This is an optimization exercise on Yosys and OpenROAD, whose aim is small area, not a production implementation.
Only simulation tests tie the RTL to the original design; equivalence was not proved.
Power is estimated from default activity; no workload was simulated.

[flow/config.mk]
export PLATFORM = sky130hd
export DESIGN_NAME = jomen_matcher
export DESIGN_NICKNAME = jomen_matcher
export VERILOG_FILES = /design/flow/design.v
export SDC_FILE = /design/flow/constraint.sdc
export NUM_CORES = 4
export LEC_CHECK = 0
export ABC_AREA = 1
export CAP_MARGIN = 20
export CORE_MARGIN = 2
export CORE_UTILIZATION = 40
export SLEW_MARGIN = 20
[flow/constraint.sdc]
create_clock -name core_clock -period 20.0 [get_ports {clk}]
set_input_delay 4.0000 -clock core_clock [delete_from_list [all_inputs] [get_ports {clk}]]
set_output_delay 4.0000 -clock core_clock [all_outputs]
set_load 0.01 [all_outputs]
[flow/design.v]
module gf32_mul (
    input  wire [4:0] a,
    input  wire [4:0] b,
    output wire [4:0] p
);
    wire [8:0] full;
    assign full = ({9{b[0]}} & {4'b0, a})
                ^ ({9{b[1]}} & {3'b0, a, 1'b0})
                ^ ({9{b[2]}} & {2'b0, a, 2'b0})
                ^ ({9{b[3]}} & {1'b0, a, 3'b0})
                ^ ({9{b[4]}} & {a, 4'b0});
    assign p[0] = full[0] ^ full[5] ^ full[8];
    assign p[1] = full[1] ^ full[6];
    assign p[2] = full[2] ^ full[5] ^ full[7] ^ full[8];
    assign p[3] = full[3] ^ full[6] ^ full[8];
    assign p[4] = full[4] ^ full[7];
endmodule
module gf32_inv (
    input  wire [4:0] a,
    output reg  [4:0] y
);
    always @(*) begin
        case (a)
            5'd0:  y = 5'd0;
            5'd1:  y = 5'd1;
            5'd2:  y = 5'd18;
            5'd3:  y = 5'd28;
            5'd4:  y = 5'd9;
            5'd5:  y = 5'd23;
            5'd6:  y = 5'd14;
            5'd7:  y = 5'd12;
            5'd8:  y = 5'd22;
            5'd9:  y = 5'd4;
            5'd10: y = 5'd25;
            5'd11: y = 5'd16;
            5'd12: y = 5'd7;
            5'd13: y = 5'd15;
            5'd14: y = 5'd6;
            5'd15: y = 5'd13;
            5'd16: y = 5'd11;
            5'd17: y = 5'd24;
            5'd18: y = 5'd2;
            5'd19: y = 5'd29;
            5'd20: y = 5'd30;
            5'd21: y = 5'd26;
            5'd22: y = 5'd8;
            5'd23: y = 5'd5;
            5'd24: y = 5'd17;
            5'd25: y = 5'd10;
            5'd26: y = 5'd21;
            5'd27: y = 5'd31;
            5'd28: y = 5'd3;
            5'd29: y = 5'd19;
            5'd30: y = 5'd20;
            default: y = 5'd27;
        endcase
    end
endmodule
module bch31_decoder (
    input  wire [4:0]  s1,
    input  wire [4:0]  s3,
    input  wire [4:0]  s5,
    input  wire [1:0]  limit,
    output wire        ok,
    output wire [1:0]  errors,
    output wire [15:0] mask       
);
    function [9:0] tab_d;
        input [4:0] x;
        case (x)
            5'd0: tab_d = 10'd0;
            5'd1: tab_d = 10'd0;
            5'd2: tab_d = 10'd691;
            5'd3: tab_d = 10'd193;
            5'd4: tab_d = 10'd359;
            5'd5: tab_d = 10'd386;
            5'd6: tab_d = 10'd884;
            5'd7: tab_d = 10'd471;
            5'd8: tab_d = 10'd58;
            5'd9: tab_d = 10'd664;
            5'd10: tab_d = 10'd85;
            5'd11: tab_d = 10'd305;
            5'd12: tab_d = 10'd552;
            5'd13: tab_d = 10'd444;
            5'd14: tab_d = 10'd139;
            5'd15: tab_d = 10'd579;
            5'd16: tab_d = 10'd718;
            5'd17: tab_d = 10'd772;
            5'd18: tab_d = 10'd332;
            5'd19: tab_d = 10'd525;
            5'd20: tab_d = 10'd745;
            5'd21: tab_d = 10'd911;
            5'd22: tab_d = 10'd965;
            5'd23: tab_d = 10'd637;
            5'd24: tab_d = 10'd251;
            5'd25: tab_d = 10'd938;
            5'd26: tab_d = 10'd112;
            5'd27: tab_d = 10'd857;
            5'd28: tab_d = 10'd830;
            5'd29: tab_d = 10'd498;
            5'd30: tab_d = 10'd278;
            5'd31: tab_d = 10'd166;
            default: tab_d = 10'd0;
        endcase
    endfunction
    function [4:0] tab_log;
        input [4:0] x;
        case (x)
            5'd0: tab_log = 5'd0;
            5'd1: tab_log = 5'd0;
            5'd2: tab_log = 5'd1;
            5'd3: tab_log = 5'd18;
            5'd4: tab_log = 5'd2;
            5'd5: tab_log = 5'd5;
            5'd6: tab_log = 5'd19;
            5'd7: tab_log = 5'd11;
            5'd8: tab_log = 5'd3;
            5'd9: tab_log = 5'd29;
            5'd10: tab_log = 5'd6;
            5'd11: tab_log = 5'd27;
            5'd12: tab_log = 5'd20;
            5'd13: tab_log = 5'd8;
            5'd14: tab_log = 5'd12;
            5'd15: tab_log = 5'd23;
            5'd16: tab_log = 5'd4;
            5'd17: tab_log = 5'd10;
            5'd18: tab_log = 5'd30;
            5'd19: tab_log = 5'd17;
            5'd20: tab_log = 5'd7;
            5'd21: tab_log = 5'd22;
            5'd22: tab_log = 5'd28;
            5'd23: tab_log = 5'd26;
            5'd24: tab_log = 5'd21;
            5'd25: tab_log = 5'd25;
            5'd26: tab_log = 5'd9;
            5'd27: tab_log = 5'd16;
            5'd28: tab_log = 5'd13;
            5'd29: tab_log = 5'd14;
            5'd30: tab_log = 5'd24;
            5'd31: tab_log = 5'd15;
            default: tab_log = 5'd0;
        endcase
    endfunction
    function [4:0] tab_exp;
        input [4:0] x;
        case (x)
            5'd0: tab_exp = 5'd1;
            5'd1: tab_exp = 5'd2;
            5'd2: tab_exp = 5'd4;
            5'd3: tab_exp = 5'd8;
            5'd4: tab_exp = 5'd16;
            5'd5: tab_exp = 5'd5;
            5'd6: tab_exp = 5'd10;
            5'd7: tab_exp = 5'd20;
            5'd8: tab_exp = 5'd13;
            5'd9: tab_exp = 5'd26;
            5'd10: tab_exp = 5'd17;
            5'd11: tab_exp = 5'd7;
            5'd12: tab_exp = 5'd14;
            5'd13: tab_exp = 5'd28;
            5'd14: tab_exp = 5'd29;
            5'd15: tab_exp = 5'd31;
            5'd16: tab_exp = 5'd27;
            5'd17: tab_exp = 5'd19;
            5'd18: tab_exp = 5'd3;
            5'd19: tab_exp = 5'd6;
            5'd20: tab_exp = 5'd12;
            5'd21: tab_exp = 5'd24;
            5'd22: tab_exp = 5'd21;
            5'd23: tab_exp = 5'd15;
            5'd24: tab_exp = 5'd30;
            5'd25: tab_exp = 5'd25;
            5'd26: tab_exp = 5'd23;
            5'd27: tab_exp = 5'd11;
            5'd28: tab_exp = 5'd22;
            5'd29: tab_exp = 5'd9;
            5'd30: tab_exp = 5'd18;
            5'd31: tab_exp = 5'd1;
            default: tab_exp = 5'd0;
        endcase
    endfunction
    function [10:0] tab_root;
        input [4:0] x;
        case (x)
            5'd0: tab_root = 11'd0;
            5'd1: tab_root = 11'd0;
            5'd2: tab_root = 11'd0;
            5'd3: tab_root = 11'd0;
            5'd4: tab_root = 11'd0;
            5'd5: tab_root = 11'd0;
            5'd6: tab_root = 11'd0;
            5'd7: tab_root = 11'd1290;
            5'd8: tab_root = 11'd0;
            5'd9: tab_root = 11'd0;
            5'd10: tab_root = 11'd0;
            5'd11: tab_root = 11'd0;
            5'd12: tab_root = 11'd0;
            5'd13: tab_root = 11'd0;
            5'd14: tab_root = 11'd1690;
            5'd15: tab_root = 11'd0;
            5'd16: tab_root = 11'd0;
            5'd17: tab_root = 11'd0;
            5'd18: tab_root = 11'd0;
            5'd19: tab_root = 11'd1188;
            5'd20: tab_root = 11'd0;
            5'd21: tab_root = 11'd0;
            5'd22: tab_root = 11'd0;
            5'd23: tab_root = 11'd0;
            5'd24: tab_root = 11'd0;
            5'd25: tab_root = 11'd1602;
            5'd26: tab_root = 11'd0;
            5'd27: tab_root = 11'd0;
            5'd28: tab_root = 11'd1077;
            5'd29: tab_root = 11'd0;
            5'd30: tab_root = 11'd0;
            5'd31: tab_root = 11'd0;
            default: tab_root = 11'd0;
        endcase
    endfunction
    function [4:0] add31;
        input [4:0] a, b;
        reg [5:0] s;
        begin
            s = {1'b0, a} + {1'b0, b};
            add31 = s[4:0] + {4'd0, s[5]};
        end
    endfunction
    wire [4:0] s1_2, s1_3, s1_4, s1_5;
    gf32_mul u_sq (.a(s1),   .b(s1),   .p(s1_2));
    gf32_mul u_p4 (.a(s1_2), .b(s1_2), .p(s1_4));
    gf32_mul u_p3 (.a(s1_2), .b(s1),   .p(s1_3));
    gf32_mul u_p5 (.a(s1_4), .b(s1),   .p(s1_5));
    wire [4:0] d = s1_3 ^ s3;
    wire [4:0] e = s1_5 ^ s5;
    wire [9:0]  td    = tab_d(d);
    wire [4:0]  log_k = add31(tab_log(e), td[4:0]);
    wire [10:0] rt    = tab_root(log_k);
    wire [4:0]  y1    = tab_exp(add31(td[9:5], rt[9:5]));
    wire [4:0]  y2    = tab_exp(add31(td[9:5], rt[4:0]));
    wire d0  = (d == 5'd0);
    wire e0  = (e == 5'd0);
    wire zs  = (s1 == 5'd0) && (s3 == 5'd0) && (s5 == 5'd0);
    wire [4:0] x1 = d0 ? s1 : (y1 ^ s1);
    wire [4:0] x2 = d0 ? 5'd0 : (y2 ^ s1);
    wire [4:0] x3 = d0 ? 5'd0 : (y1 ^ y2 ^ s1);
    wire x0 = (x1 == 5'd0) | (x2 == 5'd0) | (x3 == 5'd0);
    wire [1:0] nerr = zs ? 2'd0 : d0 ? 2'd1 : x0 ? 2'd2 : 2'd3;
    wire located = zs | (d0 ? e0 : (~e0 & rt[10]));
    assign ok     = located && (nerr <= limit);
    assign errors = nerr;
    genvar i;
    generate
        for (i = 0; i < 16; i = i + 1) begin : g_pos
            localparam [4:0] XI = tab_exp(i + 15);
            assign mask[i] = (x1 == XI) | (x2 == XI) | (x3 == XI);
        end
    endgenerate
endmodule
module jomen_framer (
    input  wire        clk,
    input  wire        rst,
    input  wire        drop,
    input  wire        chip_valid,
    input  wire        chip,
    input  wire [5:0]  cfg_sync,
    input  wire        cfg_sync_tol,
    output reg         sync_found,    
    output wire        done,          
    output wire [15:0] msg,           
    output reg  [4:0]  s1,
    output reg  [4:0]  s3,
    output reg  [4:0]  s5,
    output reg         sync_err       
);
    localparam [2:0] ST_SEARCH = 3'd0,
                     ST_SYNC   = 3'd1,
                     ST_CANDA  = 3'd2,
                     ST_CANDB  = 3'd3,
                     ST_CODE   = 3'd4;
    reg [2:0]  state;
    reg [15:0] hist;         
    reg [4:0]  nchips;       
    reg [5:0]  cnt;          
    assign msg = hist;
    reg [15:0] sync_word;
    always @(*) begin
        sync_word = cfg_sync[5] ? 16'h112D : 16'h111E;
        if (cfg_sync[4]) sync_word = sync_word ^ 16'hFFFF;
        if (cfg_sync[3]) sync_word = sync_word ^ 16'h00FF;
        if (cfg_sync[2]) sync_word = sync_word ^ 16'h0F0F;
        if (cfg_sync[1]) sync_word = sync_word ^ 16'h3333;
        if (cfg_sync[0]) sync_word = sync_word ^ 16'h5555;
    end
    wire [15:0] hist_next = {hist[14:0], chip};
    wire [15:0] diff = hist_next ^ sync_word;
    reg  any_d, two_d;
    integer k;
    always @(*) begin
        any_d = 1'b0;
        two_d = 1'b0;
        for (k = 0; k < 16; k = k + 1) begin
            two_d = two_d | (any_d & diff[k]);
            any_d = any_d | diff[k];
        end
    end
    wire zero_d = ~any_d;
    wire one_d  = any_d & ~two_d;
    wire full16  = (nchips[4] | (nchips[3:0] == 4'd15));
    wire go      = chip_valid & ~rst & ~drop;
    wire better  = zero_d & sync_err;
    wire cand    = full16 & (zero_d | (one_d & cfg_sync_tol)) & (cnt <= 6'd39);
    assign done = go && (state == ST_CODE) && (cnt == 6'd30);
    wire [4:0] s1_m, s3_m, s5_m;
    gf32_mul u_m1 (.a(s1), .b(5'd2),  .p(s1_m));
    gf32_mul u_m3 (.a(s3), .b(5'd8),  .p(s3_m));
    gf32_mul u_m5 (.a(s5), .b(5'd5),  .p(s5_m));
    wire acc_clear = (state == ST_SYNC) || better;
    always @(posedge clk) begin
        sync_found <= 1'b0;
        if (rst || drop) begin
            state  <= ST_SEARCH;
            nchips <= 5'd0;
        end else if (chip_valid) begin
            if (!(state == ST_CODE && cnt[4]))
                hist <= hist_next;
            nchips <= full16 ? 5'd16 : nchips + 5'd1;
            if (acc_clear) begin
                s1 <= 5'd0;
                s3 <= 5'd0;
                s5 <= 5'd0;
            end else if (state != ST_SEARCH) begin
                s1 <= s1_m ^ {4'd0, chip};
                s3 <= s3_m ^ {4'd0, chip};
                s5 <= s5_m ^ {4'd0, chip};
            end
            case (state)
                ST_SEARCH: begin
                    if (nchips >= 5'd7 && hist_next[7:0] == 8'b10101010) begin
                        state <= ST_SYNC;
                        cnt   <= 6'd0;
                    end
                end
                ST_SYNC: begin
                    cnt <= cnt + 6'd1;
                    if (cand) begin
                        state    <= ST_CANDA;
                        sync_err <= ~zero_d;
                        cnt      <= 6'd0;
                    end else if (cnt == 6'd39) begin
                        state  <= ST_SEARCH;
                        nchips <= 5'd0;
                    end
                end
                ST_CANDA, ST_CANDB: begin
                    state <= (state == ST_CANDA) ? ST_CANDB : ST_CODE;
                    if (state == ST_CANDB)
                        sync_found <= 1'b1;
                    if (better) begin
                        sync_err <= 1'b0;
                        cnt      <= 6'd0;
                    end else begin
                        cnt      <= cnt + 6'd1;
                    end
                end
                default: begin  
                    cnt <= cnt + 6'd1;
                    if (cnt == 6'd30) begin
                        state  <= ST_SEARCH;
                        nchips <= 5'd0;
                    end
                end
            endcase
        end
    end
endmodule
module jomen_matcher (
    input  wire        clk,
    input  wire        rst,           
    input  wire        drop,          
    input  wire        chip_valid,    
    input  wire        chip,
    input  wire [5:0]  cfg_sync,      
    input  wire        cfg_sync_tol,  
    input  wire [1:0]  cfg_correct,   
    output wire        sync_found,
    output wire        word_valid,
    output wire        word_ok,
    output wire [12:0] word_code,
    output wire [2:0]  word_reason,
    output wire [1:0]  word_errors,
    output wire        word_sync_err
);
    wire [15:0] msg;
    wire [4:0]  s1, s3, s5;
    wire        done;
    jomen_framer u_framer (
        .clk           (clk),
        .rst           (rst),
        .drop          (drop),
        .chip_valid    (chip_valid),
        .chip          (chip),
        .cfg_sync      (cfg_sync),
        .cfg_sync_tol  (cfg_sync_tol),
        .sync_found    (sync_found),
        .done          (done),
        .msg           (msg),
        .s1            (s1),
        .s3            (s3),
        .s5            (s5),
        .sync_err      (word_sync_err)
    );
    reg  [1:0] limit_q;
    always @(posedge clk)
        if (chip_valid)
            limit_q <= cfg_correct;
    reg v0, v1, v2;
    always @(posedge clk) begin
        v0 <= done;
        v1 <= v0 & ~rst;
        v2 <= v1 & ~rst;
    end
    assign word_valid = v2;
    wire [15:0] mask;
    bch31_decoder u_dec (
        .s1     (s1),
        .s3     (s3),
        .s5     (s5),
        .limit  (limit_q),
        .ok     (word_ok),
        .errors (word_errors),
        .mask   (mask)
    );
    wire [15:0] fixed = msg ^ mask;
    assign word_code   = fixed[12:0];
    assign word_reason = fixed[15:13];
endmodule
[flow/run.sh]
#!/bin/bash
# synth_recipe.tcl (not shown) runs the flow's synth.tcl, then flattens the netlist and writes it again
# the make line also repeats each setting of config.mk as NAME=value (left out here)
make -C /OpenROAD-flow-scripts/flow DESIGN_CONFIG=/design/flow/config.mk WORK_HOME=/design/flow/orfs CLKGATE_MAP_FILE= SYNTH_SCRIPT=/design/flow/synth_recipe.tcl finish
==> run notes <==
## final cells by class
| type | count | area (um^2) | area share (%) |
|---|---|---|---|
| well taps | 234 | 293 | 3.58 |
| multi-input cells | 908 | 5310 | 64.8 |
| inverters | 163 | 614 | 7.51 |
| clock buffers | 5 | 125 | 1.53 |
| clock inverters | 3 | 45.0 | 0.551 |
| repair buffers | 36 | 358 | 4.37 |
| flip-flops and latches | 52 | 1440 | 17.6 |
## power by group
part	leakage, nW	switching, mW	total, mW	internal [mW]
combinational	3.32	0.0202	0.0336	0.0134
sequential	0.468	0.00117	0.118	0.117
clock	0.0847	0.0412	0.101	0.0596
## critical path, delay by kind of cell (launching register included)
kind,cells,cell delay (ns)
AO/OA/AOI/OAI,10,1.36
adder cells (fa/ha/maj),9,2.74
XOR/XNOR,5,1.44
buffers and inverters,10,1.68
flip-flops,1,0.71
AND/OR/NAND/NOR,25,2.79
## per-layer routing
layer | global-route usage (%) | wire length [um] | vias to the layer above
li1 | - | - | 3752
met3 | 2.28 | 805 | 12
met4 | 3.16 | 128 | 0
met1 | 27.0 | 9140 | 3142
met5 | 0 | 0 | -
met2 | 29.8 | 8110 | 174
## synth_stat cells (5+ instances only)
library cell / count
o211ai_1: 17
o21bai_1: 5
clkbuf_1: 9
nor2_2: 11
xor2_2: 6
edfxtp_1: 40
xnor2_1: 31
nor3_1: 13
nand2_1: 263
ha_1: 61
nor2_1: 130
a21oi_1: 36
nand3_1: 94
buf_2: 8
inv_1: 145
a31oi_1: 6
inv_2: 14
o21ai_0: 60
xor2_1: 65
o21ai_1: 14
or2_2: 8
nand2_2: 15
nand4_1: 11
dfxtp_1: 12
## worst max-delay path by stage
stage                                            start  endpoint  slack, ns  cells past startpoint
after floorplan           u_framer.s1[3]$_SDFFCE_PP0P_   word_ok       7.47                     58
after global placement    u_framer.s1[3]$_SDFFCE_PP0P_   word_ok       5.48                     60
after detailed placement  u_framer.s1[3]$_SDFFCE_PP0P_   word_ok       5.44                     58
after CTS                 u_framer.s1[3]$_SDFFCE_PP0P_   word_ok       5.08                     58
after global routing      u_framer.s1[3]$_SDFFCE_PP0P_   word_ok       3.68                     57
final                     u_framer.s1[3]$_SDFFCE_PP0P_   word_ok       4.98                     59
## per-stage QoR
stage          util [%]  power [mW]  hold slack, ns  setup WS (ns)
6_report           44.2       0.252           0.408           4.98
3_5_place_dp       43.3       0.154           0.401           5.44
5_1_grt            44.2       0.262           0.431           3.68
2_1_floorplan         -       0.144           0.388           7.47
4_1_cts            44.2       0.255           0.413           5.08
3_3_place_gp       43.3       0.154           0.404           5.48
## kinds of logic (layout without fill, tap and decap cells)
group	count (synthesis)	count (layout)	synth area share [%]
flip-flops	52	52	19.3
AO/OA/AOI/OAI	164	164	12.8
adder cells (fa/ha/maj)	64	64	11.0
AND/OR/NAND/NOR	575	575	33.7
XOR/XNOR	105	105	13.3
buffers and inverters	185	207	9.89
## registers in the layout, indices dropped and copies added (netlist names)
signal and flops:
u_framer.sync_found 1, u_framer.nchips 5, v1 1, u_framer.sync_err 1, u_framer.state 3, u_framer.hist 16, u_framer.s1 5, v0 1
u_framer.s5 5, u_framer.cnt 6, u_framer.s3 5, v2 1, limit_q 2
==> qor.csv <==
metric,value,unit
status,timing/DRC/antenna clean,
CTS Buf Count,5,
DR vias,7080,
Worst path max stage delay,0.71,ns
RSZ-0062 raised after global routing,false,
die area,0.0198,mm^2
Post-synth EDFFs,40,
"most used cell, CP",nand2_1,
DRC,0,
Hold Path Depth,2,
PwrDens,30.8,mW/mm^2
Placer Congestion,0.921,
largest net degree at the start of global routing,21,
actual slew at the worst max-slew pin,1.03,ns
Setup Viol. Count Final,0,
GRT Total Usage,18.5,%
worst r2r src,u_framer.hist[3]$_DFFE_PP_,
Non-Filler Instances,1401,
worst-path fanout max,12,
Critical Path Sink Type,primary output,
"top cells by area, synth","edfxtp_1 (16%), nand2_1 (13%), ha_1 (10%), xor2_1 (7.6%), inv_1 (7.3%)",
first-pass GRT wire length,30.8,mm
Layout Skew,0.00697,ns
WHS Endpoint,v2$_DFF_P_,
area post-placement,0.00801,mm^2
Post-Syn Instances,1145,
synth unique cells,57,
starting density of the core,40.4,%
nets,1244,
GRT overflow,0,
final WL,18.2,mm
"Hold-fix buffers, CTS",0,
Fmax,66.6,MHz
CORE AREA,0.0185,mm^2
FP Rows,50,
cell count after placement,1393,
syn nets,1223,
DR iter-0 viols,549,
post-synthesis cell area,0.00749,mm^2
Hold Crit Class,reg -> reg,
initial antenna violation count,0,
Tmin final,15.02,ns
layout cell share with drive strength beyond 1,6.94,%
dpl hpwl,14.8,mm
syn_area_per_cell,6.54,um^2
sequential share of the synthesized area,19.3,%
slew margin rel.,31.0,%
IO Count,36,
max-cap check violation count,0,
final period utilization,75.1,%
ys async rst share,0,%
Final Max Slew Viols,0,
worst skew pair latency,0.30,ns
CTS resizes,0,
"Top FF cell, synth",edfxtp_1,
top cell type's share of synthesized area,16.0,%
most frequent cells in the layout,"nand2_1 (263), inv_1 (145), nor2_1 (130)",
vias per cell,5.05,
Hold Startpoint,v1$_DFF_P_,
ant diodes,0,
vias in the first global route,6465,
clk slew on worst S/H paths,0.07,ns
post-route ant nets,0,
root buffer cell,clkbuf_16,
IO Port Bufs,35,
Worst VDD drop,37.6,uV
H-Tree Depth,2,
WS Path Type,reg -> out,
r2r endpoint,u_framer.s3[3]$_SDFFCE_PP0P_,
final hold viol count,0,
fillcell total,1916,
clock sink count,52,
CTS tree,done,
Syn. warnings,3,
Max Root-Sink Buffers,2,
"Area growth, synth to finish",9.27,%
"FF+latch count, synth",52,
register-to-register setup slack,16.78,ns
chip height,141,um
setup repair bufs after CTS,0,
Arrival @ worst endpoint,11.02,ns
mean routed wirelength per cell,13.0,um
startpoint types,flip-flop,
Crit-path slowest cell,edfxtp_1,
"most common cell after layout, fill and taps aside",nand2_1,
TNS Setup,0,ns
critical path data required time,16.00,ns
drt first pass iters,5,
length in cells of the worst reg-to-reg path,14,
cell taking the most area after synthesis,edfxtp_1,
Finished Cell Area,0.00818,mm^2
width of the die,141,um
Leak,3.87,nW

-- re-timing with driven ports --
The results above use ideal ports. As a check the final layout listed here was re-extracted and re-timed, cells and wires unchanged. Step 1, drivers: a clkbuf_16 drives clk and a buf_2 each remaining input, both assumed. Step 2 times the ports against the registers' clock, not the clock port: input delays grow and output delays shrink by t, the midpoint of the rising clock arrivals with the driver on. Three values: no drivers, after step 1, after step 2; two values: the first two.
t (ns): 0.334
slack for setup (ns): 4.975 / 4.940 / 5.273
worst setup path at the end: register to output
After both steps setup and hold are still met in this run. For this run, drivers alone change the setup slack by -0.035 ns; drivers and shift together by +0.298 ns.
